This is an optimization exercise on Yosys and OpenROAD, whose aim is small area and a short achievable clock period, not a production implementation. Power is estimated from default activity; no workload was simulated.

## run 1
==> flow/design.v (excerpt) <==
module dec_unit (
    input  wire         clk,
    input  wire         rst,       
    input  wire         trig,      
    input  wire [1:0]   op,        
    input  wire [127:0] a,
    input  wire [127:0] b,
    output reg  [127:0] r,         
    output wire         done,      
    output reg          cpl,       
    output reg          dov,       
    output reg          exc,       
    output wire [15:0]  detail     
);
Size: ~1700 cells after synthesis, about 410 I/O pins, roughly 17000 µm² of cells after synthesis.
==> flow/config.mk <==
export PLATFORM = sky130hd
export DESIGN_NAME = dec_unit
export DESIGN_NICKNAME = dec_unit
export VERILOG_FILES = /design/flow/design.v
export SDC_FILE = /design/flow/constraint.sdc
export NUM_CORES = 4
export LEC_CHECK = 0
export CAP_MARGIN = 20
export CORE_MARGIN = 2
export CORE_UTILIZATION = 65
export SLEW_MARGIN = 20
==> flow/constraint.sdc <==
create_clock -name core_clock -period 70.0 [get_ports {clk}]
set_input_delay 14.0000 -clock core_clock [delete_from_list [all_inputs] [get_ports {clk}]]
set_output_delay 14.0000 -clock core_clock [all_outputs]
set_load 0.01 [all_outputs]
standard.sh (not shown) runs the stock make flow with config.mk's settings and CLKGATE_MAP_FILE= SYNTH_SCRIPT=/design/flow/synth_recipe.tcl, a recipe that flattens the netlist after the stock synthesis.
==> flow/flow/run.sh <==
#!/bin/bash
# Standard ORFS layout, with the port buffers made from the smallest buffer
# cell (every input and output port still gets its own buffer), a two-level
# buffer tree for the trigger input's high-fanout nets before repair_design,
# and a clock tree of larger sink clusters from small buffers, without dummy
# loads.
set -euo pipefail
export BUFFER_PORTS_ARGS="-buffer_cell sky130_fd_sc_hd__buf_1"
export PRE_RESIZE_TCL="$PWD/flow/pre_resize.tcl"
export CTS_ARGS="-sink_clustering_enable -repair_clock_nets -dont_use_dummy_load -sink_clustering_size 14 -sink_clustering_max_diameter 90 -buf_list {sky130_fd_sc_hd__clkbuf_4 sky130_fd_sc_hd__clkbuf_8}"
bash standard.sh > standard.log 2>&1
==> flow/flow/pre_resize.tcl <==
# Rebuild the buffering of the high-fanout nets in the trig input's cone: drop the
# buffers placement put on them, then split each net into groups of nearby
# loads, each driven by its own buffer at the group's centre, so that they
# get a shallow two-level tree instead of a chain. repair_design runs after.
set ::group_size 32
set ::buf_cell sky130_fd_sc_hd__buf_8
set ::dbu [[ord::get_db_tech] getDbUnitsPerMicron]

proc out_net {inst} {
  foreach it [$inst getITerms] { if {[$it isOutputSignal]} { return [$it getNet] } }
  return ""
}

# The placement buffers that hang off db net n.
proc place_bufs {n} {
  set bufs {}
  foreach it [$n getITerms] {
    if {[$it isOutputSignal]} { continue }
    set inst [$it getInst]
    if {[string match "sky130_fd_sc_hd__buf_*" [[$inst getMaster] getName]] && [string match "place*" [$inst getName]]} {
      lappend bufs [$inst getName]
    }
  }
  return $bufs
}

proc split_net {n} {
  global group_size buf_cell dbu
  set loads {}
  foreach it [$n getITerms] {
    if {[$it isOutputSignal]} { continue }
    set box [[$it getInst] getBBox]
    set pin [get_pins "[[$it getInst] getName]/[[$it getMTerm] getName]"]
    lappend loads [list [expr {([$box xMin] + [$box xMax]) / 2}] [expr {([$box yMin] + [$box yMax]) / 2}] $pin]
  }
  set cnt [llength $loads]
  if {$cnt <= $group_size} { return }
  set k [expr {int(ceil(double($cnt) / $group_size))}]
  set cols [expr {int(ceil(sqrt($k)))}]
  set per_col [expr {int(ceil(double($cnt) / $cols))}]
  set byx [lsort -integer -index 0 $loads]
  set made 0
  for {set c 0} {$c < $cols} {incr c} {
    set col [lrange $byx [expr {$c * $per_col}] [expr {($c + 1) * $per_col - 1}]]
    if {[llength $col] == 0} { continue }
    set rows [expr {int(ceil(double([llength $col]) / $group_size))}]
    set per_row [expr {int(ceil(double([llength $col]) / $rows))}]
    set byy [lsort -integer -index 1 $col]
    for {set r 0} {$r < $rows} {incr r} {
      set grp [lrange $byy [expr {$r * $per_row}] [expr {($r + 1) * $per_row - 1}]]
      if {[llength $grp] == 0} { continue }
      set sx 0; set sy 0; set pins {}
      foreach l $grp { incr sx [lindex $l 0]; incr sy [lindex $l 1]; lappend pins [lindex $l 2] }
      set cx [expr {double($sx) / [llength $grp] / $dbu}]
      set cy [expr {double($sy) / [llength $grp] / $dbu}]
      insert_buffer -buffer_cell $buf_cell -net [get_nets [$n getName]] -load_pins $pins -location [list $cx $cy]
      incr made
    }
  }
  puts "trig tree: [$n getName] $cnt loads -> $made buffers"
}

set inbuf ""
foreach it [[[[ord::get_db_block] findBTerm trig] getNet] getITerms] { set inbuf [$it getInst] }

# The nets in the fanout cone of trig, through up to four gates.
proc cone_nets {inbuf} {
  set tn [out_net $inbuf]
  set nets [list $tn]
  set front [list $tn]
  set seen [dict create [$tn getName] 1]
  for {set depth 0} {$depth < 4} {incr depth} {
    set next {}
    foreach n $front {
      foreach it [$n getITerms] {
        if {[$it isOutputSignal]} { continue }
        set inst [$it getInst]
        if {[string match "*df*" [[$inst getMaster] getName]]} { continue }
        set on [out_net $inst]
        if {$on eq "" || [dict exists $seen [$on getName]]} { continue }
        dict set seen [$on getName] 1
        lappend nets $on
        lappend next $on
      }
    }
    set front $next
  }
  return $nets
}

# Drop the placement buffers in the cone, walking it afresh after each net.
while 1 {
  set bufs {}
  foreach n [cone_nets $inbuf] {
    set bufs [place_bufs $n]
    if {[llength $bufs]} { break }
  }
  if {[llength $bufs] == 0} { break }
  remove_buffers [get_cells [lindex $bufs 0]]
}
foreach n [cone_nets $inbuf] {
  if {[llength [$n getITerms]] > $::group_size + 1} { split_net $n }
}
Modified inputs, run 2 compared to run 1
Settings: a change of SLEW_MARGIN from 20 to 60.
### Flow results
- Run 2: no failed stages, no open violations at the end
- Run 1 and run 2 ended up with roughly the same unique cell type count in the Yosys netlist.
- Total vias in the final route delta for run 2 relative to run 1: 113 lower
- Run 2 vs run 1, slack of the critical path went up by 0.30 ns.
- nor3_2 as the slowest library cell on the worst path was reported by run 1, and nor2b_4 by run 2.
- Run 2 — internal power about 0.34% higher, run 1 as reference
- Compared with run 1, run 2 shows a higher area overhead of the layout relative to synthesis.
- Diff run 1 -> run 2: number of non-clock buffers saw an increase, setup slack at placement climbed 0.25 ns.
Setup changes, run 2 to run 3
--- a/flow/flow/pre_resize.tcl
+++ b/flow/flow/pre_resize.tcl
@@ -4,5 +4,5 @@
 # get a shallow two-level tree instead of a chain. repair_design runs after.
 set ::group_size 32
-set ::buf_cell sky130_fd_sc_hd__buf_8
+set ::buf_cell sky130_fd_sc_hd__buf_6
 set ::dbu [[ord::get_db_tech] getDbUnitsPerMicron]
 
- Comparing run 3 and run 2, the lower count of inserted antenna diode cells was measured on run 2.
- In terms of part of the total power dissipated in combinational logic, run 2 and run 3 differ only marginally.
- Worst-case setup slack after placement (run 3 over run 2): increase, 0.015 ns
Function was not checked in any run of this note: the RTL went through the layout flow alone.

[re-timing with driven ports]
No port has a modelled driver above. Below, the same layouts with a new extraction and two added sets of constraints. Step 1: set_driving_cell puts a clkbuf_16 on clk and a buf_2 on each other input, an assumption about the parent block. Step 2 moves the port delays by t, midway between the first and last clock arrival at a register: inputs arrive t later, outputs are due t later. That takes back most of the time a late clock gives input paths. Slacks: ideal / step 1 / step 2; pairs: ideal / step 1.
run	t (ns)	setup slack, ns	latest minus earliest clock arrival (ns)
run 1	0.603	54.472 / 54.495 / 53.893	0.042 / 0.043
run 2	0.584	54.772 / 54.758 / 54.211	0.055 / 0.055
run 3	0.588	54.727 / 54.745 / 54.157	0.041 / 0.040
After both steps every run listed still meets setup and hold. For run 1, which loses most, drivers alone change the setup slack by +0.023 ns; drivers and shift together by -0.579 ns.
